Background: an optimization exercise with open tools, aiming at small area, a short achievable clock period and few clock cycles. Do not read the settings as production practice.
At most, simulation tests tie the RTL to the original design; equivalence was not proved.

== run 1 ==
==> flow/design.v (excerpt) <==
module pred_expand (
    input  wire        clk,
    input  wire        rst,
    input  wire        cmd_valid,
    output wire        cmd_ready,
    input  wire [14:0] cmd_size,
    input  wire        in_valid,
    output wire        in_ready,
    input  wire [7:0]  in_data,
    input  wire        in_last,
    output wire        out_valid,
    input  wire        out_ready,
    output wire [7:0]  out_data,
    output wire        done_valid,
    output wire        done_err
);
clock: 6.5 ns
lec_check: 0
abc_area: 1
cap_margin: 20
core_margin: 2
core_utilization: 40
place_density: 0.6
slew_margin: 20
run.sh (not shown) runs the stock make flow with config.mk's settings and CLKGATE_MAP_FILE= SYNTH_SCRIPT=/design/flow/synth_recipe.tcl, a recipe that flattens the netlist after the stock synthesis.
#### Input delta (run 2 over run 1)
- an added SETUP_SLACK_MARGIN of 2
Findings:
- Fraction of met3 tracks used by global routing delta (run 2 -> run 1): insignificant
- | final area | run 2 vs run 1 | worse |
- Run 2 vs run 1, number of logic stages on the critical path including buffering went down by 21%.
Input changes introduced in run 3 (baseline for comparison: run 2):
- SETUP_SLACK_MARGIN now 3, was 2
Notes after the runs:
The core of run 3 is more densely filled than that of run 2. Global placer's final weighted congestion ends up lower on run 3. Relative to run 2, the count of clock-buffer cells in the layout of run 3 is higher by 5. The number of buffer and inverter stages on the critical path number comes out lower for run 3 vs run 2. [run 3 vs run 2] depth of the worst register-to-register path: higher in run 3. On detailed route wirelength on metal3, the higher figure sits with run 3, not run 2. NOTE aggregate routed wire length run 2->run 3 increased by more than 10%. The non-clock buffer count reported for run 3 is greater than that of run 2 by 130%. Between run 3 and run 2, final cell count is lower for run 2, run 3 comes in above that.
Function was not checked in any run of this note: the RTL went through the layout flow alone.


Setup of build 42:
Another version of the RTL of pred_expand (not shown whole).
Size in the first run: about 1,800 cells after synthesis, about 160 flip-flops, ~42 I/O pins, about 12,000 µm² of cells after synthesis.
Settings: LEC_CHECK=0, ABC_AREA=1, CAP_MARGIN=20, CORE_MARGIN=2, CORE_UTILIZATION=40, PLACE_DENSITY=0.6, SETUP_SLACK_MARGIN=2.5, SLEW_MARGIN=20; clock period 6.5 ns.
No stage failed in build 42, and the final checks on the layout all came back clean.
Input changes introduced in build 54 (baseline for comparison: build 42):
diff --git a/flow/config.mk b/flow/config.mk
--- a/flow/config.mk
+++ b/flow/config.mk
@@ -7,3 +7,3 @@
 export LEC_CHECK = 0
-export ABC_AREA = 1
+export ABC_AREA = 0
 export CAP_MARGIN = 20
--- outcome ---
Delta (build 54 minus build 42): detailed placement HPWL shrank by about 9%, count of state elements after synthesis held steady, met3 usage shrank by 1.6 points.
Side by side, peak clock frequency supported by timing turned out lower in build 54 than in build 42.
Comparing final setup slack of the worst path for build 42 and build 54, the smaller number came from build 54.
Compared with build 42, build 54 ends up with less cell area.
Diff build 42 and build 54: share of the final layout cell area in sequential cells lower in build 42
In the metrics for build 42 and build 54, the one carrying the higher gate count of the mapped netlist is build 42.
### build 54 -> build 97
diff --git a/flow/config.mk b/flow/config.mk
--- a/flow/config.mk
+++ b/flow/config.mk
@@ -7,3 +7,3 @@
 export LEC_CHECK = 0
-export ABC_AREA = 0
+export ABC_AREA = 1
 export CAP_MARGIN = 20
@@ -14 +14,2 @@
 export SLEW_MARGIN = 20
+export TNS_END_PERCENT = 10
==> comparison <==
- Comparing worst setup slack for build 97 and build 54, the smaller number came from build 54.
- Build 54 → build 97: floorplan die width down about 1.1%; final clock period utilization by the worst path has decreased; clock-cell share of area rose by 0.29 points.
Function was not checked in any run of this note: the RTL went through the layout flow alone.


pred_expand, a different RTL version from the one above (not shown whole).
For scale: ~2000 cells after synthesis, ~160 flip-flops, roughly 42 I/O pins, about 0.013 mm² of cells after synthesis.
clock: 6.5 ns
lec_check: 0
abc_area: 1
cap_margin: 20
core_margin: 2
core_utilization: 65
place_density: 0.75
setup_slack_margin: 2
slew_margin: 20
The baseline completed with no timing, DRC or antenna violations.
Testbench counts at the start, summed over its fixed seeds: cycles 416,914.
Next try:
CORE_UTILIZATION = 40   (was 65)
PLACE_DENSITY = 0.6   (was 0.75)
SETUP_SLACK_MARGIN = 2.75   (was 2)
Outcome:
- The new run produced a clean layout
- cell count is higher by roughly a tenth
- critical path depth is higher by 3
- global-route usage fell by 12 points
- routed wire length rises by roughly a tenth
- core utilization is lower by 23 points
- design area goes up by roughly a tenth
- worst setup slack is better by 0.42 ns
- fmax went up by roughly a tenth

[port drivers added, routing unchanged]
In the flow no input, the clock included, has a driving cell. The finished layouts below were timed again as built, in two steps. Step 1 sets driving cells, clkbuf_16 on the clock port and buf_2 on the other inputs (assumed; they add their load-dependent delay and slew). Step 2 also shifts input and output timing later by t, the mid clock arrival at the registers, as if the neighbouring blocks saw the same clock. Slacks: ideal ports / drivers / drivers and shift; pairs: ideal ports / drivers.
run	t (ns)	setup slack, ns	worst setup path at the end	worst slew at a driven data input, ns	pins driven straight from the clock port
run 1	0.487	1.636 / 1.636 / 1.636	register to register	0.04	1
run 2	0.492	2.281 / 2.281 / 2.219	input to register	0.04	1
run 3	0.493	2.600 / 2.600 / 2.434	input to register	0.04	1
build 42	0.493	2.253 / 2.253 / 2.253	register to register	0.05	1
build 54	0.493	1.436 / 1.436 / 1.436	register to register	0.04	1
build 97	0.495	2.257 / 2.257 / 2.257	register to register	0.05	1
the first run of note 3	0.483	2.351 / 2.351 / 1.997	input to register	0.04	1
the second run of note 3	0.497	2.772 / 2.772 / 2.453	input to register	0.04	1
After both steps setup and hold are still met in every run listed. For the first run of note 3, which loses most, drivers alone change the setup slack by 0.000 ns; drivers and shift together by -0.354 ns.
